This design comes from an exercise in tuning for small area, a short achievable clock period and few clock cycles per item on the open sky130 flow, not from production work. At most, simulation tests tie the RTL to the original design; equivalence was not proved.

run Y:
==> flow/design.v (excerpt) <==
module cmp_coder (
    input  wire        clk,
    input  wire        rst,         
    input  wire [1:0]  cfg_fmt,     
    input  wire [1:0]  cfg_type,    
    input  wire        cfg_pred,    
    input  wire [2:0]  cfg_e,       
    input  wire        in_valid,
    output wire        in_ready,
    input  wire [15:0] in_pix,
    input  wire        in_last,
    output reg         out_valid,
    input  wire        out_ready,
    output reg  [31:0] out_data,
    output reg         out_last,
    output wire [15:0] res_len,     
    output wire [15:0] res_npix,    
    output wire [31:0] res_crc      
);
For scale: about 3,600 cells after synthesis, about 450 flip-flops, ~130 I/O pins, about 34,000 µm² of cells after synthesis.
Settings: LEC_CHECK=0, CAP_MARGIN=20, CORE_MARGIN=2, CORE_UTILIZATION=55, SLEW_MARGIN=20; clock period 55.0 ns.
standard.sh (not shown) runs the stock make flow with config.mk's settings and CLKGATE_MAP_FILE= SYNTH_SCRIPT=/design/flow/synth_recipe.tcl, a recipe that flattens the netlist after the stock synthesis.
==> flow/flow/run.sh <==
#!/bin/bash
set -uo pipefail
export SETUP_SLACK_MARGIN=43
export CTS_ARGS="-sink_clustering_enable -repair_clock_nets -sink_clustering_size 30 -sink_clustering_max_diameter 60 -dont_use_dummy_load -balance_levels"
bash standard.sh > standard.log 2>&1
Input changes introduced in run C (baseline for comparison: run Y):
--- a/flow/design.v
+++ b/flow/design.v
@@ -220,21 +220,22 @@
         reg [31:0] cc;
         begin
             cc = c;
             for (j = 0; j < n; j = j + 1)
                 cc = cc[0] ? ((cc >> 1) ^ CRC_POLY) : (cc >> 1);
             zsh = cc;
         end
     endfunction
     reg  [31:0] crc;          
+    reg  [2:0]  cbits;        
     wire [31:0] crc_in = s2_first ? 32'd0 : crc;
-    wire [1:0]  nlo    = s2_first ? 2'd1 : npix[1:0] + 2'd1;    
-    wire [2:0]  cb_new = (fmt_r == 2'd0) ? {nlo, 1'b0} : (fmt_r == 2'd1) ? {nlo[0], 2'b00} : 3'd0;
+    wire [2:0]  cb_in  = s2_first ? 3'd0 : cbits;
+    wire [2:0]  cb_new = cb_in + b3[2:0];
     wire [31:0] u10 = zsh(crc_in ^ {16'd0, h}, 10);
     wire [31:0] u12 = zsh(u10, 2);
     wire [31:0] u14 = zsh(u12, 2);
     wire [31:0] u16 = zsh(u14, 2);
     wire [31:0] o32 = 32'hFFFF_FFFF;
     wire [4:0]  nsh = s2_last ? (b3 + {2'b00, 3'd0 - cb_new}) : b3;
     reg  [31:0] crc_new;
     always @(*) begin
         case (nsh)
@@ -261,18 +262,19 @@
             s3_v     <= s2_v;
             s3_last  <= s2_last;
             s3_first <= s2_first;
             s3_raw   <= is_raw;
             s3_fmt   <= fmt_r;
             s3_m     <= is_raw ? h : m;
             s3_k     <= k;
             if (s2_v) begin
                 crc   <= crc_new;
+                cbits <= cb_new;
                 npix  <= s2_first ? 14'd1 : npix + 14'd1;
                 adj2  <= adj1;
                 adj1  <= is_bnd ? adjn : 4'sd0;
                 ctx   <= (m == 16'd0) ? 2'd0 :
                          (m[15:2] == 14'd0 && !(m[1] && m[0])) ? 2'd1 :
                          (m[15:4] == 12'd0 && !(&m[3:0])) ? 2'd2 : 2'd3;
                 if (!is_raw) begin
                     cused[ctx] <= 1'b1;
                     if (&n_c) begin
### Flow results
The part of the cycle the worst path needs of run C and that of run Y are within noise of each other.
Looking at multiplexer share of the synthesized area, run C sits 0.41 points higher than run Y does.
Run C — footprint of the multi-input gates about 2.6% lower, run Y as reference
Run C was carried through to the last stage, and its layout satisfied the timing, design-rule and antenna checks.
Run C against run Y: total number of vias has decreased; proportion of final cell area spent on non-clock buffers has decreased.
Testbench counts of run C, summed over its fixed seeds: cycles 138,779, pixels 137,713.
The RTL of run Y was laid out without a check of its function.

---

Setup of amber:
cmp_coder, a different RTL version from the one above (not shown whole).
Size in the first run: ~3600 cells after synthesis, roughly 450 flip-flops, ~130 I/O pins.
export LEC_CHECK = 0
export CAP_MARGIN = 20
export CORE_MARGIN = 2
export CORE_UTILIZATION = 55
export CTS_CLUSTER_DIAMETER = 80
export CTS_CLUSTER_SIZE = 34
export SLEW_MARGIN = 20
create_clock -name core_clock -period 55.0 [get_ports {clk}]
==> flow/flow/run.sh <==
#!/bin/bash
set -uo pipefail
export SETUP_SLACK_MARGIN=43
bash standard.sh > standard.log 2>&1
diff inputs: amber => raven
--- a/flow/design.v
+++ b/flow/design.v
@@ -63,17 +63,17 @@
     end
     reg [15:0] x1, x2;        
     wire [15:0] x  = s0_pix & maxv;
     wire        i1 = s0_i1;
     wire [15:0] xp = s0_first ? half : (pred_r && !i1) ? x2 : x1;
     wire [1:0]  asel = s0_first ? 2'd0 : (pred_r && !i1) ? 2'd2 : 2'd1;
-    wire [16:0] dpos  = {1'b0, x} - {1'b0, xp};
-    wire [16:0] dneg  = {1'b0, xp} - {1'b0, x};
-    wire        sgn_c = (fmt_r == 2'd0) ? dpos[9] : (fmt_r == 2'd1) ? dpos[11] : dpos[15];
-    wire        sgn   = is_bnd ? dpos[16] : sgn_c;
-    wire [15:0] mag   = (sgn ? dneg[15:0] : dpos[15:0]) & (is_bnd ? 16'hFFFF : maxv);
+    wire [16:0] dd    = {1'b0, x} - {1'b0, xp};
+    wire        sgn_c = (fmt_r == 2'd0) ? dd[9] : (fmt_r == 2'd1) ? dd[11] : dd[15];
+    wire        sgn   = is_bnd ? dd[16] : sgn_c;
+    wire [15:0] dabs  = (dd[15:0] ^ {16{sgn}}) + {15'd0, sgn};
+    wire [15:0] mag   = is_bnd ? dabs : (dabs & maxv);
     function [5:0] dstep;
         input [3:0] r;
         input [1:0] bits;
         input [2:0] e;
         reg [5:0] t, w1, w2, w3;
         reg [6:0] d1, d2, d3;
Notes after the runs:
- From amber to raven the numbers moved as follows: area after synthesis went down by about 0.7%; number of clock sinks seen by CTS was more or less identical; total length of routed wires went down by 6.8 mm; via count went down by 710; slew at the pin with the worst max-slew slack went down by 0.041 ns.
- The higher instance count after placement with tap cells included of raven and amber is in amber.
Testbench counts of raven, summed over its fixed seeds: cycles 138,779, pixels 137,713.
No functional check of the RTL was part of amber.

[what the ideal ports hide]
How much do the figures lean on ideal ports? The routed layouts below were timed once more, with nothing changed but the port constraints.
Step 1: set_driving_cell puts a clkbuf_16 on clk and a buf_2 on each other input, an assumption about the parent block.
Step 2 adds t to the input delays and takes it off the output delays; t is the mean of the earliest and latest rising clock arrival at the registers after step 1. Input paths then give back, and output paths get back, about the clock's delay inside the block.
Three values: no drivers, after step 1, after step 2; two values: the first two.
run	shift t [ns]	slack for setup (ns)	worst setup path at the end	worst register clock-pin slew, ns
run Y	0.629	42.816 / 42.751 / 42.655	input to register	0.09 / 0.09
run C	0.626	42.828 / 42.763 / 42.620	input to register	0.10 / 0.10
amber	0.647	42.779 / 42.715 / 42.443	input to register	0.12 / 0.12
raven	0.693	42.731 / 42.665 / 42.653	input to register	0.12 / 0.12
After both steps every run listed still meets setup and hold. The setup slack of amber, which loses most, moves by -0.064 ns with the drivers and by -0.336 ns with both steps.
